Source: an optimization exercise on an open RTL-to-GDS flow (aim: small area, a short achievable clock period and few clock cycles). Production flows keep margins and buffers that such runs may drop. Function was checked by simulation only, so behaviour that the tests miss may differ from the original. Power and IR drop assume default switching activity.

==> flow/design.v <==
module paltein_core (
    input  wire        clk,
    input  wire        rst,           
    input  wire        start,
    input  wire [13:0] start_pc,
    input  wire [31:0] bound,
    input  wire [31:0] evt_time,
    input  wire [2:0]  port_idx,
    output wire        ready,
    output reg         done,
    output reg  [3:0]  fault,
    output reg  [14:0] end_pc,
    output reg  [31:0] steps,
    output wire        imem_en,
    output wire [13:0] imem_addr,
    input  wire [31:0] imem_rdata,
    output reg         dmem_en,
    output reg         dmem_we,
    output reg  [31:0] dmem_addr,
    output reg  [3:0]  dmem_be,
    output reg  [31:0] dmem_wdata,
    input  wire [31:0] dmem_rdata
);
    localparam [14:0] CODE_WORDS = 15'd12288;
    localparam [14:0] NO_ADDR    = 15'h7FFF;
    localparam [3:0] F_NONE     = 4'd0;
    localparam [3:0] F_ILLEGAL  = 4'd1;
    localparam [3:0] F_MISALIGN = 4'd2;
    localparam [3:0] F_BADADDR  = 4'd3;
    localparam [3:0] F_WPROT    = 4'd4;
    localparam [3:0] F_STACK    = 4'd5;
    localparam [3:0] F_OVERSTEP = 4'd6;
    localparam [3:0] E_RUN  = 4'd0;    
    localparam [3:0] E_LD1  = 4'd1;    
    localparam [3:0] E_LD2  = 4'd2;    
    localparam [3:0] E_MUL  = 4'd3;    
    localparam [3:0] E_MULW = 4'd4;    
    localparam [3:0] E_DIV1 = 4'd5;    
    localparam [3:0] E_DIV2 = 4'd6;    
    localparam [3:0] E_DIVW = 4'd7;    
    localparam [3:0] E_LEND = 4'd8;    
    localparam [3:0] E_BPOP = 4'd9;    
    localparam [3:0] E_RPOP = 4'd10;   
    localparam [3:0] E_TF1  = 4'd11;   
    localparam [3:0] E_TF2  = 4'd12;
    localparam [5:0] OP_ADD   = 6'h01, OP_SUB   = 6'h02, OP_AND   = 6'h03,
                     OP_OR    = 6'h04, OP_XOR   = 6'h05, OP_SHL   = 6'h06,
                     OP_SHR   = 6'h07, OP_SAR   = 6'h08, OP_SLT   = 6'h09,
                     OP_SLTU  = 6'h0A, OP_MIN   = 6'h0B, OP_MAX   = 6'h0C,
                     OP_MINU  = 6'h0D, OP_MAXU  = 6'h0E, OP_ADDSU = 6'h0F,
                     OP_SUBSU = 6'h10, OP_MUL   = 6'h11, OP_MULH  = 6'h12,
                     OP_MULHU = 6'h13, OP_DIV   = 6'h14, OP_DIVU  = 6'h15,
                     OP_REM   = 6'h16, OP_REMU  = 6'h17, OP_ADDI  = 6'h18,
                     OP_ANDI  = 6'h19, OP_ORI   = 6'h1A, OP_XORI  = 6'h1B,
                     OP_SHLI  = 6'h1C, OP_SHRI  = 6'h1D, OP_SARI  = 6'h1E,
                     OP_LUI   = 6'h1F, OP_SLTI  = 6'h20, OP_SLTIU = 6'h21,
                     OP_MULI  = 6'h22, OP_LDW   = 6'h23, OP_LDH   = 6'h24,
                     OP_LDHS  = 6'h25, OP_LDB   = 6'h26, OP_LDBS  = 6'h27,
                     OP_STW   = 6'h28, OP_STH   = 6'h29, OP_STB   = 6'h2A,
                     OP_EXT   = 6'h2B, OP_EXTS  = 6'h2C, OP_INS   = 6'h2D,
                     OP_BR    = 6'h2E, OP_LOOP  = 6'h2F, OP_CALL  = 6'h30,
                     OP_RET   = 6'h31, OP_END   = 6'h32, OP_TEVT  = 6'h36;
    reg        run;
    reg [3:0]  es;
    reg [31:0] left;                  
    reg [31:0] evt_time_r;
    reg [2:0]  port_r;
    reg [14:0] lpc;                   
    reg [14:0] tgt;                   
    reg [3:0]  tf_ret;                
    reg [31:0] rf [1:15];             
    reg [15:1] gv;                    
    reg [14:0] fa;                    
    reg [14:0] da;                    
    reg        dv;
    reg [14:0] exp;                   
    reg        q0v, q1v;
    reg [14:0] q0a, q1a;
    reg [31:0] q0w, q1w;
    reg [13:0] rs_ret [0:7];
    reg [5:0]  rs_fb  [0:7];
    reg [3:0]  rsp;
    reg [5:0]  fbase;                 
    reg [13:0] ls_start [0:30];
    reg [9:0]  ls_rem   [0:30];
    reg [5:0]  lsp;
    reg [13:0] t_start;               
    reg [9:0]  t_rem;
    reg [13:0] t_end;
    reg [3:0]  t_reg;
    reg        t_ok;                  
    reg [13:0] c1_end, c2_end;        
    reg [3:0]  c1_reg, c2_reg;        
    reg        c1_ok, c2_ok;
    reg [33:0] x0;                    
    reg [32:0] x1;                    
    reg [31:0] x2;                    
    reg        xs;                    
    reg [2:0]  xn;                    
    reg [4:0]  xc;                    
    reg        xhi;                   
    reg        xqn, xrn;              
    reg [3:0]  xd;                    
    reg [2:0]  ld_op;
    reg [1:0]  ld_lane;
    assign ready     = !run;
    assign imem_en   = run;
    assign imem_addr = fa[13:0];
    wire [31:0] ir    = q0w;
    wire [14:0] pc    = q0a;
    wire [5:0]  op    = ir[31:26];
    wire [3:0]  fd    = ir[25:22];
    wire [3:0]  fa_f  = ir[21:18];
    wire [3:0]  fb    = ir[17:14];
    wire [13:0] fsub  = ir[13:0];
    wire [17:0] imm18 = ir[17:0];
    wire [31:0] imm_s = {{14{imm18[17]}}, imm18};
    wire [31:0] imm_z = {14'd0, imm18};
    wire is_load  = (op >= OP_LDW) && (op <= OP_LDBS);
    wire is_store = (op >= OP_STW) && (op <= OP_STB);
    wire use_gd   = is_store || (op == OP_INS) || (op == OP_LOOP);
    wire [3:0] rb = use_gd ? fd : fb;
    wire [31:0] ga = (fa_f != 4'd0 && gv[fa_f]) ? rf[fa_f] : 32'd0;
    wire [31:0] r2 = (rb   != 4'd0 && gv[rb])   ? rf[rb]   : 32'd0;
    wire [31:0] gb = r2;
    wire [31:0] gd = r2;
    wire use_imm = (op >= OP_ADDI) && (op <= OP_STB);
    wire [31:0] opb = (op == OP_ANDI || op == OP_ORI || op == OP_XORI || op == OP_SLTIU) ? imm_z :
                      use_imm ? imm_s : gb;
    wire [4:0]  shamt = opb[4:0];
    wire do_sub = !(op == OP_ADD || op == OP_ADDI || op == OP_ADDSU || is_load || is_store);
    wire [32:0] as_y = {1'b0, ga} + {1'b0, opb ^ {32{do_sub}}} + {32'd0, do_sub};
    wire        lt_u = !as_y[32];
    wire        lt_s = (ga[31] ^ opb[31]) ? ga[31] : as_y[31];
    wire [4:0]  f_pos  = fsub[9:5];
    wire [4:0]  f_wm1  = fsub[4:0];
    wire [5:0]  f_top  = {1'b0, f_pos} + {1'b0, f_wm1};
    reg  [31:0] f_mask, f_fmask;
    integer k;
    always @(*) begin
        for (k = 0; k < 32; k = k + 1) begin
            f_mask[k]  = (k[4:0] <= f_wm1);
            f_fmask[k] = (k[4:0] >= f_pos) && (k[5:0] <= f_top);
        end
    end
    wire        sh_ext  = (op == OP_EXT) || (op == OP_EXTS);
    wire        sh_ins  = (op == OP_INS);
    wire [4:0]  rsh_amt = sh_ext ? f_pos : shamt;
    wire        rsh_ar  = (op == OP_SAR) || (op == OP_SARI);
    wire [63:0] rsh_in  = {{32{rsh_ar & ga[31]}}, ga};
    wire [63:0] rsh_o   = rsh_in >> rsh_amt;
    wire [31:0] rsh_y   = rsh_o[31:0];
    wire [4:0]  lsh_amt = sh_ins ? f_pos : shamt;
    wire [31:0] lsh_y   = ga << lsh_amt;
    wire [31:0] f_ext  = rsh_y & f_mask;
    wire        f_sign = ga[f_top[4:0]];
    wire [31:0] f_exts = f_ext | ((f_sign) ? ~f_mask : 32'd0);
    wire [31:0] f_ins  = (gd & ~f_fmask) | (lsh_y & f_fmask);
    wire [9:0]  lp_max   = ir[21:12];
    wire [11:0] lp_len   = ir[11:0];
    wire        lp_zero  = (gd == 32'd0);
    wire [9:0]  lp_count = (gd[31:10] == 22'd0 && gd[9:0] < lp_max) ? gd[9:0] : lp_max;
    reg [31:0] alu_y;
    always @(*) begin
        case (op)
            OP_ADD, OP_ADDI,
            OP_SUB:            alu_y = as_y[31:0];
            OP_AND, OP_ANDI:   alu_y = ga & opb;
            OP_OR,  OP_ORI:    alu_y = ga | opb;
            OP_XOR, OP_XORI:   alu_y = ga ^ opb;
            OP_SHL, OP_SHLI:   alu_y = lsh_y;
            OP_SHR, OP_SHRI,
            OP_SAR, OP_SARI:   alu_y = rsh_y;
            OP_SLT, OP_SLTI:   alu_y = {31'd0, lt_s};
            OP_SLTU, OP_SLTIU: alu_y = {31'd0, lt_u};
            OP_MIN:            alu_y = lt_s ? ga : opb;
            OP_MAX:            alu_y = lt_s ? opb : ga;
            OP_MINU:           alu_y = lt_u ? ga : opb;
            OP_MAXU:           alu_y = lt_u ? opb : ga;
            OP_ADDSU:          alu_y = as_y[32] ? 32'hFFFF_FFFF : as_y[31:0];
            OP_SUBSU:          alu_y = lt_u ? 32'd0 : as_y[31:0];
            OP_LUI:            alu_y = {imm18, 14'd0};
            OP_EXT:            alu_y = f_ext;
            OP_EXTS:           alu_y = f_exts;
            OP_INS:            alu_y = f_ins;
            OP_TEVT:           alu_y = evt_time_r;
            OP_LOOP:           alu_y = {22'd0, lp_count};
            default:           alu_y = 32'd0;
        endcase
    end
    wire [3:0] cond = fd;
    wire       eq_ab = (ga == gb);
    reg br_take;
    always @(*) begin
        case (cond)
            4'h0:    br_take = 1'b1;
            4'h1:    br_take = eq_ab;
            4'h2:    br_take = !eq_ab;
            4'h3:    br_take = lt_s;
            4'h4:    br_take = !lt_s;
            4'h5:    br_take = lt_u;
            4'h6:    br_take = !lt_u;
            4'h7:    br_take = ((ga & gb) != 32'd0);
            4'h8:    br_take = ((ga & gb) == 32'd0);
            default: br_take = 1'b0;
        endcase
    end
    wire [14:0] br_target = pc + {1'b0, fsub};
    wire is_word  = (op == OP_LDW) || (op == OP_STW);
    wire is_half  = (op == OP_LDH) || (op == OP_LDHS) || (op == OP_STH);
    wire [31:0] maddr = as_y[31:0];
    wire m_misalign = (is_word && maddr[1:0] != 2'b00) || (is_half && maddr[0]);
    wire r_ram    = (maddr[31:14] == 18'd0);
    wire r_evt    = (maddr[31:5]  == 27'h0002000);
    wire r_shared = (maddr[31:19] == 13'h0001);
    wire r_dev    = (maddr[31:16] == 16'h0010);
    wire m_mapped = r_ram | r_evt | r_shared | r_dev;
    wire own_shared = r_shared && (maddr[18:15] == {1'b0, port_r});
    wire own_dev    = r_dev && (maddr[15:10] == (6'd4 + {3'd0, port_r}));
    wire m_wprot  = is_store && !(r_ram || own_shared || own_dev);
    wire [3:0] m_be = is_word ? 4'b1111 :
                      is_half ? (maddr[1] ? 4'b1100 : 4'b0011) :
                      (4'b0001 << maddr[1:0]);
    wire [31:0] m_wdata = is_word ? gd :
                          is_half ? {2{gd[15:0]}} :
                          {4{gd[7:0]}};
    reg illegal;
    reg [3:0] cost;
    always @(*) begin
        illegal = 1'b0;
        cost    = 4'd1;
        case (op)
            OP_ADD, OP_SUB, OP_AND, OP_OR, OP_XOR, OP_SHL, OP_SHR, OP_SAR,
            OP_SLT, OP_SLTU, OP_MIN, OP_MAX, OP_MINU, OP_MAXU, OP_ADDSU,
            OP_SUBSU: begin
                illegal = (fsub != 14'd0);
            end
            OP_MUL, OP_MULH, OP_MULHU: begin
                illegal = (fsub != 14'd0);
                cost    = 4'd2;
            end
            OP_DIV, OP_DIVU, OP_REM, OP_REMU: begin
                illegal = (fsub != 14'd0);
                cost    = 4'd12;
            end
            OP_ADDI, OP_ANDI, OP_ORI, OP_XORI, OP_SLTI, OP_SLTIU: ;
            OP_SHLI, OP_SHRI, OP_SARI: illegal = (imm18[17:5] != 13'd0);
            OP_LUI:  illegal = (fa_f != 4'd0);
            OP_MULI: cost = 4'd2;
            OP_LDW, OP_LDH, OP_LDHS, OP_LDB, OP_LDBS,
            OP_STW, OP_STH, OP_STB: cost = 4'd2;
            OP_EXT, OP_EXTS, OP_INS:
                illegal = (fsub[13:10] != 4'd0) || (fb != 4'd0) || f_top[5];
            OP_BR: begin
                illegal = (cond > 4'h8) || (fsub == 14'd0) ||
                          (cond == 4'h0 && (fa_f != 4'd0 || fb != 4'd0));
                cost    = br_take ? 4'd2 : 4'd1;
            end
            OP_LOOP: begin
                illegal = (fd == 4'd0) || (lp_max == 10'd0) || (lp_len == 12'd0);
                cost    = lp_zero ? 4'd3 : 4'd1;
            end
            OP_CALL: begin
                illegal = (fd != 4'd0) || (fa_f != 4'd0);
                cost    = 4'd3;
            end
            OP_RET: begin
                illegal = (ir[25:0] != 26'd0);
                cost    = 4'd3;
            end
            OP_END:  illegal = (ir[25:0] != 26'd0);
            OP_TEVT: illegal = (fa_f != 4'd0) || (fb != 4'd0) || (fsub != 14'd0);
            default: illegal = 1'b1;
        endcase
    end
    wire left_hi0  = (left[31:4] == 28'd0);
    wire overstep  = left_hi0 && (left[3:0] < cost);
    wire lend_over = left_hi0 && (left[3:0] < 4'd2);
    wire        in_frame = (lsp > fbase);
    wire [4:0]  lsp_m1   = lsp[4:0] - 5'd1;
    wire [4:0]  lsp_m2   = lsp[4:0] - 5'd2;
    wire [13:0] below_start = ls_start[lsp_m2];
    wire [9:0]  below_rem   = ls_rem[lsp_m2];
    function [14:0] pred;
        input [14:0] a;
        begin
            if (in_frame && t_ok && a == {1'b0, t_end} && t_rem > 10'd1)
                pred = {1'b0, t_start};
            else
                pred = a + 15'd1;
        end
    endfunction
    function [5:0] clz32;
        input [31:0] v;
        integer j;
        begin
            clz32 = 6'd32;
            for (j = 0; j < 32; j = j + 1)
                if (v[j]) clz32 = 6'd31 - j[5:0];
        end
    endfunction
    function [2:0] mchunks;
        input [32:0] v;
        begin
            if (v[31:8] == {24{v[32]}})       mchunks = 3'd1;
            else if (v[31:16] == {16{v[32]}}) mchunks = 3'd2;
            else if (v[31:24] == {8{v[32]}})  mchunks = 3'd3;
            else                              mchunks = 3'd4;
        end
    endfunction
    wire        m_signed = (op == OP_MULH);
    wire [32:0] m_a  = {m_signed & ga[31], ga};
    wire [32:0] m_b  = {m_signed & opb[31], opb};
    wire [2:0]  m_na = mchunks(m_a);
    wire [2:0]  m_nb = mchunks(m_b);
    wire        m_sw = (m_na < m_nb);
    wire        d_signed = (op == OP_DIV) || (op == OP_REM);
    wire [31:0] d_a = (d_signed & ga[31]) ? (32'd0 - ga) : ga;
    wire [31:0] d_b = (d_signed & gb[31]) ? (32'd0 - gb) : gb;
    wire [8:0]  mul_c9 = {(xc == 5'd1) ? xs : 1'b0, x2[7:0]};
    wire [41:0] mul_t  = $signed({{8{x0[33]}}, x0}) + $signed(x1) * $signed(mul_c9);
    wire [87:0] mul_v  = {{22{x0[33]}}, x0, x2};
    wire [5:0]  mul_off = {xhi, 5'd0} + 6'd32 - {xn, 3'd0};
    wire [31:0] mul_res = mul_v[mul_off +: 32];
    wire [5:0]  dclz_a = clz32(x0[31:0]);
    wire [5:0]  dclz_b = clz32(x1[31:0]);
    wire [4:0]  d_i0   = dclz_b[4:0] - dclz_a[4:0];
    wire        d_small = (x1[31:0] == 32'd0) || (x0[31:0] < x1[31:0]);
    wire [32:0] d_trial = {1'b0, x0[31:0]} - {1'b0, x1[31:0]};
    wire        d_ge    = !d_trial[32];
    wire [31:0] div_res = xhi ? (xqn ? 32'd0 - x2 : x2)
                              : (xrn ? 32'd0 - x0[31:0] : x0[31:0]);
    wire [31:0] ld_shft = dmem_rdata >> {ld_lane, 3'b000};
    wire [7:0]  ld_byte = ld_shft[7:0];
    wire [15:0] ld_half = ld_lane[1] ? dmem_rdata[31:16] : dmem_rdata[15:0];
    reg  [31:0] ld_val;
    always @(*) begin
        case (ld_op)
            3'd1:    ld_val = {16'd0, ld_half};
            3'd2:    ld_val = {{16{ld_half[15]}}, ld_half};
            3'd3:    ld_val = {24'd0, ld_byte};
            3'd4:    ld_val = {{24{ld_byte[7]}}, ld_byte};
            default: ld_val = dmem_rdata;
        endcase
    end
    wire [14:0] cpc      = (es == E_RUN) ? pc : lpc;
    wire        at_end   = in_frame && (!t_ok || {1'b0, t_end} == cpc);
    wire [14:0] nx_addr  = (es == E_RUN) ? (q1v ? q1a : exp) : (q0v ? q0a : exp);
    reg        c_fin;                  
    reg [3:0]  c_fcode;
    reg [14:0] c_fpc;
    reg        c_go;                   
    reg [14:0] c_npc;
    reg        c_lend;                 
    reg [14:0] c_lpc;
    reg        c_wr;                   
    reg [3:0]  c_wreg;
    reg [31:0] c_wdata;
    reg [3:0]  c_cost;                 
    reg [3:0]  c_es;                   
    reg        c_push, c_pop;
    reg        c_tf;                   
    reg        c_mem;                  
    always @(*) begin
        c_fin   = 1'b0;
        c_fcode = F_NONE;
        c_fpc   = pc;
        c_go    = 1'b0;
        c_npc   = cpc + 15'd1;
        c_lend  = 1'b0;
        c_lpc   = cpc;
        c_wr    = 1'b0;
        c_wreg  = fd;
        c_wdata = alu_y;
        c_cost  = 4'd0;
        c_es    = es;
        c_push  = 1'b0;
        c_pop   = 1'b0;
        c_tf    = 1'b0;
        c_mem   = 1'b0;
        case (es)
        E_RUN: if (q0v) begin
            if (pc >= CODE_WORDS) begin
                c_fin = 1'b1; c_fcode = F_BADADDR;
            end else if (illegal) begin
                c_fin = 1'b1; c_fcode = F_ILLEGAL;
            end else if (overstep) begin
                c_fin = 1'b1; c_fcode = F_OVERSTEP;
            end else begin
                case (op)
                OP_MUL, OP_MULH, OP_MULHU, OP_MULI: begin
                    c_cost = cost;
                    c_es   = E_MUL;
                end
                OP_DIV, OP_DIVU, OP_REM, OP_REMU: begin
                    c_cost = cost;
                    c_es   = E_DIV1;
                end
                OP_LDW, OP_LDH, OP_LDHS, OP_LDB, OP_LDBS,
                OP_STW, OP_STH, OP_STB: begin
                    if (m_misalign) begin
                        c_fin = 1'b1; c_fcode = F_MISALIGN;
                    end else if (!m_mapped) begin
                        c_fin = 1'b1; c_fcode = F_BADADDR;
                    end else if (m_wprot) begin
                        c_fin = 1'b1; c_fcode = F_WPROT;
                    end else begin
                        c_cost = cost;
                        c_mem  = 1'b1;
                        if (is_load)
                            c_es = E_LD1;
                        else if (at_end)
                            c_lend = 1'b1;
                        else
                            c_go = 1'b1;
                    end
                end
                OP_BR: begin
                    c_cost = cost;
                    if (br_take) begin
                        if (in_frame && (!t_ok || {1'b0, t_end} < br_target))
                            c_es = E_BPOP;
                        else begin
                            c_go  = 1'b1;
                            c_npc = br_target;
                        end
                    end else if (at_end)
                        c_lend = 1'b1;
                    else
                        c_go = 1'b1;
                end
                OP_LOOP: begin
                    if (lp_zero) begin
                        c_cost = cost;
                        c_lend = 1'b1;
                        c_lpc  = pc + {3'd0, lp_len};
                    end else if (lsp == 6'd32) begin
                        c_fin = 1'b1; c_fcode = F_STACK;
                    end else begin
                        c_cost = cost;
                        c_wr   = 1'b1;
                        c_push = 1'b1;
                        c_go   = 1'b1;
                    end
                end
                OP_CALL: begin
                    if (rsp == 4'd8) begin
                        c_fin = 1'b1; c_fcode = F_STACK;
                    end else if ({1'b0, imm18} >= {4'd0, CODE_WORDS}) begin
                        c_fin = 1'b1; c_fcode = F_BADADDR;
                    end else begin
                        c_cost = cost;
                        c_go   = 1'b1;
                        c_npc  = imm18[14:0];
                    end
                end
                OP_RET: begin
                    if (rsp == 4'd0) begin
                        c_fin = 1'b1; c_fcode = F_STACK;
                    end else begin
                        c_cost = cost;
                        c_es   = E_RPOP;
                    end
                end
                OP_END: begin
                    c_cost = cost;
                    c_fin  = 1'b1;
                    c_fcode = F_NONE;
                end
                default: begin
                    c_cost = cost;
                    c_wr   = 1'b1;
                    if (at_end)
                        c_lend = 1'b1;
                    else
                        c_go = 1'b1;
                end
                endcase
            end
        end
        E_LD1: c_es = E_LD2;
        E_LD2: begin
            c_wr    = 1'b1;
            c_wreg  = xd;
            c_wdata = ld_val;
            if (at_end) c_lend = 1'b1; else c_go = 1'b1;
        end
        E_MUL: if (xc == 5'd1) c_es = E_MULW;
        E_MULW: begin
            c_wr    = 1'b1;
            c_wreg  = xd;
            c_wdata = mul_res;
            if (at_end) c_lend = 1'b1; else c_go = 1'b1;
        end
        E_DIV1: c_es = d_small ? E_DIVW : E_DIV2;
        E_DIV2: if (xc == 5'd0) c_es = E_DIVW;
        E_DIVW: begin
            c_wr    = 1'b1;
            c_wreg  = xd;
            c_wdata = div_res;
            if (at_end) c_lend = 1'b1; else c_go = 1'b1;
        end
        E_LEND: begin
            c_fpc = lpc;
            if (in_frame && !t_ok)
                c_tf = 1'b1;
            else if (in_frame && {1'b0, t_end} == lpc) begin
                if (lend_over) begin
                    c_fin = 1'b1; c_fcode = F_OVERSTEP;
                end else begin
                    c_cost  = 4'd2;
                    c_wr    = 1'b1;
                    c_wreg  = t_reg;
                    if (t_rem > 10'd1) begin
                        c_wdata = {22'd0, t_rem - 10'd1};
                        c_go    = 1'b1;
                        c_npc   = {1'b0, t_start};
                    end else begin
                        c_wdata = 32'd0;
                        c_pop   = 1'b1;
                    end
                end
            end else
                c_go = 1'b1;
        end
        E_BPOP: begin
            if (in_frame && !t_ok)
                c_tf = 1'b1;
            else if (in_frame && {1'b0, t_end} < tgt)
                c_pop = 1'b1;
            else begin
                c_go  = 1'b1;
                c_npc = tgt;
            end
        end
        E_RPOP: begin
            if (in_frame)
                c_pop = 1'b1;
            else begin
                c_lend = 1'b1;
                c_lpc  = {1'b0, rs_ret[rsp[2:0] - 3'd1]} - 15'd1;
            end
        end
        default: ;
        endcase
    end
    wire redirect = c_go && (c_npc != nx_addr);
    wire flush    = redirect || c_tf;
    wire consume = (es == E_RUN) && q0v;
    wire in_v    = dv && (da == exp);
    wire take    = !flush && in_v && (consume || !q0v || !q1v);
    wire [14:0] exp_n = redirect ? c_npc : c_tf ? NO_ADDR : take ? pred(da) : exp;
    wire [14:0] fa_n  = redirect ? c_npc :
                        c_tf     ? {1'b0, t_start} - 15'd1 :
                        (fa == exp_n) ? pred(fa) : exp_n;
    always @(posedge clk) begin
        if (rst) begin
            run     <= 1'b0;
            done    <= 1'b0;
            fault   <= F_NONE;
            end_pc  <= 15'd0;
            steps   <= 32'd0;
            dmem_en <= 1'b0;
            dmem_we <= 1'b0;
            es      <= E_RUN;
            q0v     <= 1'b0;
            q1v     <= 1'b0;
            dv      <= 1'b0;
        end else begin
            done    <= 1'b0;
            dmem_en <= 1'b0;
            dmem_we <= 1'b0;
            if (!run) begin
                q0v <= 1'b0;
                q1v <= 1'b0;
                dv  <= 1'b0;
                es  <= E_RUN;
                if (start) begin
                    run        <= 1'b1;
                    fa         <= {1'b0, start_pc};
                    exp        <= {1'b0, start_pc};
                    left       <= bound;
                    evt_time_r <= evt_time;
                    port_r     <= port_idx;
                    steps      <= 32'd0;
                    gv         <= 15'd0;
                    rsp        <= 4'd0;
                    fbase      <= 6'd0;
                    lsp        <= 6'd0;
                    t_ok       <= 1'b0;
                    c1_ok      <= 1'b0;
                    c2_ok      <= 1'b0;
                end
            end else if (c_fin) begin
                run    <= 1'b0;
                done   <= 1'b1;
                fault  <= c_fcode;
                end_pc <= c_fpc;
                steps  <= steps + {28'd0, c_cost};
                q0v    <= 1'b0;
                q1v    <= 1'b0;
                dv     <= 1'b0;
            end else begin
                dv  <= 1'b1;
                da  <= fa;
                fa  <= fa_n;
                exp <= exp_n;
                if (flush) begin
                    q0v <= 1'b0;
                    q1v <= 1'b0;
                end else if (consume || !q0v) begin
                    if (q1v) begin
                        q0v <= 1'b1;
                        q0a <= q1a;
                        q0w <= q1w;
                        q1v <= take;
                        q1a <= da;
                        q1w <= imem_rdata;
                    end else begin
                        q0v <= take;
                        q0a <= da;
                        q0w <= imem_rdata;
                    end
                end else if (!q1v) begin
                    q1v <= take;
                    q1a <= da;
                    q1w <= imem_rdata;
                end
                steps <= steps + {28'd0, c_cost};
                left  <= left - {28'd0, c_cost};
                if (c_wr && c_wreg != 4'd0) begin
                    rf[c_wreg] <= c_wdata;
                    gv[c_wreg] <= 1'b1;
                end
                if (c_go)
                    es <= E_RUN;
                else if (c_lend) begin
                    es  <= E_LEND;
                    lpc <= c_lpc;
                end else if (c_tf) begin
                    es     <= E_TF1;
                    tf_ret <= es;
                end
                else
                    es <= c_es;
                if (c_mem) begin
                    dmem_en    <= 1'b1;
                    dmem_we    <= is_store;
                    dmem_addr  <= maddr;
                    dmem_be    <= m_be;
                    dmem_wdata <= m_wdata;
                end
                if (c_push) begin
                    if (lsp != 6'd0) begin
                        ls_start[lsp_m1] <= t_start;
                        ls_rem[lsp_m1]   <= t_rem;
                    end
                    c1_end  <= t_end;
                    c1_reg  <= t_reg;
                    c1_ok   <= t_ok;
                    c2_end  <= c1_end;
                    c2_reg  <= c1_reg;
                    c2_ok   <= c1_ok;
                    t_start <= pc[13:0] + 14'd1;
                    t_end   <= pc[13:0] + {2'd0, lp_len};
                    t_reg   <= fd;
                    t_rem   <= lp_count;
                    t_ok    <= 1'b1;
                    lsp     <= lsp + 6'd1;
                end else if (c_pop) begin
                    t_start <= below_start;
                    t_rem   <= below_rem;
                    t_end   <= c1_end;
                    t_reg   <= c1_reg;
                    t_ok    <= c1_ok;
                    c1_end  <= c2_end;
                    c1_reg  <= c2_reg;
                    c1_ok   <= c2_ok;
                    c2_ok   <= 1'b0;
                    lsp     <= lsp - 6'd1;
                end else if (es == E_LEND && c_go && c_wr)
                    t_rem <= t_rem - 10'd1;
                if (es == E_RUN && q0v && op == OP_CALL && c_go) begin
                    rs_ret[rsp[2:0]] <= pc[13:0] + 14'd1;
                    rs_fb[rsp[2:0]]  <= fbase;
                    rsp   <= rsp + 4'd1;
                    fbase <= lsp;
                end
                if (es == E_RPOP && !in_frame) begin
                    rsp   <= rsp - 4'd1;
                    fbase <= rs_fb[rsp[2:0] - 3'd1];
                end
                if (es == E_RUN)
                    tgt <= br_target;
                if (es == E_TF1)
                    es <= E_TF2;
                if (es == E_TF2) begin
                    t_end <= t_start - 14'd1 + {2'd0, imem_rdata[11:0]};
                    t_reg <= imem_rdata[25:22];
                    t_ok  <= 1'b1;
                    es    <= tf_ret;
                end
                case (es)
                E_RUN: begin
                    lpc <= (c_lend) ? c_lpc : pc;
                    xd  <= fd;
                    if (is_load) begin
                        ld_lane <= maddr[1:0];
                        case (op)
                            OP_LDH:  ld_op <= 3'd1;
                            OP_LDHS: ld_op <= 3'd2;
                            OP_LDB:  ld_op <= 3'd3;
                            OP_LDBS: ld_op <= 3'd4;
                            default: ld_op <= 3'd0;
                        endcase
                    end
                    if (op == OP_DIV || op == OP_DIVU || op == OP_REM || op == OP_REMU) begin
                        x0  <= {2'd0, d_a};
                        x1  <= {1'b0, d_b};
                        x2  <= 32'd0;
                        xhi <= (op == OP_DIV) || (op == OP_DIVU);
                        xqn <= d_signed & (ga[31] ^ gb[31]);
                        xrn <= d_signed & ga[31];
                    end else begin
                        x0  <= 34'd0;
                        x1  <= m_sw ? m_b : m_a;
                        x2  <= m_sw ? m_a[31:0] : m_b[31:0];
                        xs  <= m_sw ? m_a[32] : m_b[32];
                        xn  <= m_sw ? m_na : m_nb;
                        xc  <= {2'd0, m_sw ? m_na : m_nb};
                        xhi <= (op == OP_MULH) || (op == OP_MULHU);
                    end
                end
                E_MUL: begin
                    x0 <= mul_t[41:8];
                    x2 <= {mul_t[7:0], x2[31:8]};
                    xc <= xc - 5'd1;
                end
                E_DIV1: begin
                    x1 <= {1'b0, x1[31:0] << d_i0};
                    xc <= d_i0;
                end
                E_DIV2: begin
                    if (d_ge)
                        x0 <= {2'd0, d_trial[31:0]};
                    x2 <= {x2[30:0], d_ge};
                    x1 <= {1'b0, 1'b0, x1[31:1]};
                    xc <= xc - 5'd1;
                end
                default: ;
                endcase
            end
        end
    end
endmodule
==> flow/run.sh <==
#!/bin/bash
# synth_recipe.tcl (not shown) runs the flow's synth.tcl, then flattens the netlist and writes it again
# the make line also repeats each setting of config.mk as NAME=value (left out here)
make -C /OpenROAD-flow-scripts/flow DESIGN_CONFIG=/design/flow/config.mk WORK_HOME=/design/flow/orfs CLKGATE_MAP_FILE= SYNTH_SCRIPT=/design/flow/synth_recipe.tcl finish
==> flow/config.mk <==
export PLATFORM = sky130hd
export DESIGN_NAME = paltein_core
export DESIGN_NICKNAME = paltein_core
export VERILOG_FILES = /design/flow/design.v
export SDC_FILE = /design/flow/constraint.sdc
export NUM_CORES = 4
export LEC_CHECK = 0
export CAP_MARGIN = 40
export CORE_MARGIN = 2
export CORE_UTILIZATION = 30
export SLEW_MARGIN = 40
==> flow/constraint.sdc <==
create_clock -name core_clock -period 22.0 [get_ports {clk}]
set_input_delay 4.4000 -clock core_clock [delete_from_list [all_inputs] [get_ports {clk}]]
set_output_delay 4.4000 -clock core_clock [all_outputs]
set_load 0.01 [all_outputs]
==> out/results.txt <==
Biggest regs = rf x480, ls_start x434, ls_rem x310
Synth warnings = 1
Vias post-DR = 105000
Mux share of post-synthesis cell area = 11.3%
# hold bufs at CTS = 0
Chip width = 657 microns
Final setup violating endpoints = 0
Initial Util = 30.2%
Relative slew slack = 36.8%
Htree depth = 4
Dpl ws = 5.92 ns
GRT Total Usage = 25.4%
Drt wl/cell = 31.8 microns
Initial DRC count = 15000
Num CTS Buffers = 216
Avg Cell Area, Syn = 10.9 sq um
Max rail drop VDD = 0.0833 mV
Final layout net count = 12800
Min Tclk post-route = 16.43 ns
Crit-path max FO = 99
Worst hold margin = 0.444 ns
Main combinational cell family by area after synthesis = compound AO/OA/AOI/OAI gates
Worst flop-to-flop path startpoint = q0w[28]
Vias per inst = 5.87
Sequential fraction of the synthesis area = 46.2%
Net Count, Synth = 12600
Internal = 7.85 mW
Fin cells = 17800
Worst Clk Skew = 0.108 ns
Die ar. = 432000 sq um
Synth cell types = 119
Initial antenna violation count = 59
Max-cap viol count = 0
Switch share = 35.6%
Largest net degree at the start of global routing = 120
Period Utilization, post-route = 74.7%
Number of buffers and inverters on the critical path = 7
Final ANT Viol Nets = 0
Final worst slack = 5.57 ns
Final Core Density = 34.8%
CP max stage cell = o21a_1
Leak = 51.8 nW
Req. time, crit path = 22.73 ns
HPWL after detailed placement = 413 mm
Part of the power in registers = 35.2%
Post-synthesis simple-gate area fraction = 12.5%
Max reg flops = 480
Fin Setup TNS = 0 ns
Post-Synth XOR/XNOR Area = 3.46%
Most common flop cell mapped by yosys = edfxtp_1
Worst Tran Pin Value = 0.942 ns
Clk sinks = 1989
Worst setup SP type = flop
Biggest register = rf
Pwr dens = 82.6 nW/um^2
Cell chosen for the clock root = clkbuf_16
First-pass GRT wire length = 786 mm
Placer congestion estimate = 1.06
CP arrival = 17.16 ns
Final-report hold violation count = 0
Vias in the first global route = 99300
Most common cell after layout, fill and taps aside = edfxtp_1
Remaining DRCs = 0
IO Port Bufs = 284
Placed Area = 140000 sq um
Net Switching = 4.34 mW
# placed instances = 17400
Critical Path Max Stage Delay = 0.69 ns
Flops & latches, synth = 1989
CP delay by family, top = compound AO/OA/AOI/OAI gates
Design Power = 12.2 mW
Hold path start = c1_reg[1]
Hold Path Class = reg -> reg
Share of cells above drive strength 1 = 13.9%
I/O Pins = 286
Final WL = 568 mm
Worst setup path startpoint = q0w[28]
Number of synthesized flops with an enable pin = 1924
Clock power share = 31.4%
Logic pwr share = 33.4%
Post-Synth Adder-Cell Area = 8.37%
Post-Syn Instances = 11800
Synthesis-to-finish area growth = 15.3%
Post-cts resize count = 0
Gr ovfl total = 0
CTS tree = done
Critical path capture point type = flop
Die Span Y = 657 microns
Row Count = 239
Fraction of registers with async set/reset = 0%
Core area = 424000 sq um
Max-slew violation count = 0
Most frequent cells in the layout = 1924 x edfxtp_1, 1368 x nand2_1, 892 x nor2_1
Post-route cell area = 147000 sq um
Insertion delay to the later sink of the worst-skew pair = 0.99 ns
WS Path Type = reg -> reg
Status = finished clean
Post-synth design cell area = 128000 sq um
Fmax = 60.8 MHz
Clock transition at the registers of the reported paths = 0.07 ns
Synth Area in Compound Gates = 13.9%
RSZ-0062 raised after global routing = no
Setup bufs post-CTS = 0
First drt pass iteration count = 9
Maximum root-to-sink buffer count = 4
-- routing by layer --
layer,vias up,part of all wire [%],GRT usage [%]
li1,44400,-,-
met3,1561,10,5.90
met2,6305,44,39.4
met4,14,7.6,16.0
met5,-,0.016,0
met1,52400,38,31.9
-- logic make-up after synthesis --
logic type | after synthesis
AO/OA/AOI/OAI | 2720
flip-flops | 1989
adder cells (fa/ha/maj) | 685
multiplexers | 924
XOR/XNOR | 502
other | 1
buffers and inverters | 1416
AND/OR/NAND/NOR | 3536
-- power groups by stage --
stage | registers (mW) | clock network (mW) | logic, mW
after global routing | 4.29 | 4.01 | 4.37
after detailed placement | 4.37 | 0 | 3.94
final | 4.29 | 3.83 | 4.07
after CTS | 4.29 | 3.88 | 3.97
after floorplan | 4.31 | 0 | 2.60
after global placement | 4.37 | 0 | 3.91
-- Yosys cell counts, drive strengths merged, types with 56 or more instances --
master | instances | area [sq um]
o211ai | 142 | 1090
fa | 285 | 5710
buf | 193 | 882
and3 | 142 | 888
mux2i | 397 | 3970
nor4 | 84 | 568
or3 | 70 | 438
mux4 | 406 | 9140
nand3 | 243 | 1230
nor3 | 202 | 1020
a21o | 87 | 653
o22ai | 74 | 463
a21oi | 639 | 3230
clkbuf | 648 | 2430
dfxtp | 65 | 1300
and2 | 149 | 932
edfxtp | 1924 | 57800
nor2 | 963 | 3620
xor2 | 189 | 1660
a31oi | 106 | 663
o31ai | 65 | 507
inv | 565 | 2120
o21ai | 675 | 3400
nand2 | 1374 | 5160
xnor2 | 311 | 2720
a311oi | 89 | 786
ha | 400 | 5000
a211oi | 228 | 1720
mux2 | 121 | 1360
nand2b | 56 | 350
nand4 | 80 | 507
a22oi | 110 | 831
-- worst paths after layout --
check / depth (start not counted) / to / slack, ns
max: 48 / fa[12] / 5.57
max reg2reg: 48 / fa[12] / 5.57
min: 0 / c2_reg[1] / 0.44
min reg2reg: 0 / c2_reg[1] / 0.44
-- layout make-up --
class	instances	area [sq um]
Tap cell	5663	7090
Clock buffer	246	5590
Timing Repair Buffer	803	7160
Clock inverter	156	1680
Inverter	575	2170
Multi-Input combinational cell	8368	64600
Antenna cell	32	80.1
Sequential cell	1989	59100
Fill cell	42300	277000
Testbench counts, summed over its fixed seeds: cycles 200,851.

separate check: timing with driven ports:
How much do the figures lean on ideal ports? The routed layout below was timed once more, with nothing changed but the port constraints.
Step 1 sets driving cells, clkbuf_16 on the clock port and buf_2 on the other inputs (assumed; they add their load-dependent delay and slew).
Step 2, shift: input delay + t, output delay - t, t = (earliest + latest rising clock arrival at the registers) / 2. This alone moves slack from input paths to output paths.
Slacks: ideal / step 1 / step 2; pairs: ideal / step 1.
shift t [ns]: 1.042
slack for setup (ns): 5.566 / 5.566 / 5.566
worst setup path at the end: register to register
latest minus earliest clock arrival (ns): 0.113 / 0.113
After both steps this run still meets setup and hold. The setup slack of this run moves by 0.000 ns with the drivers and by 0.000 ns with both steps.
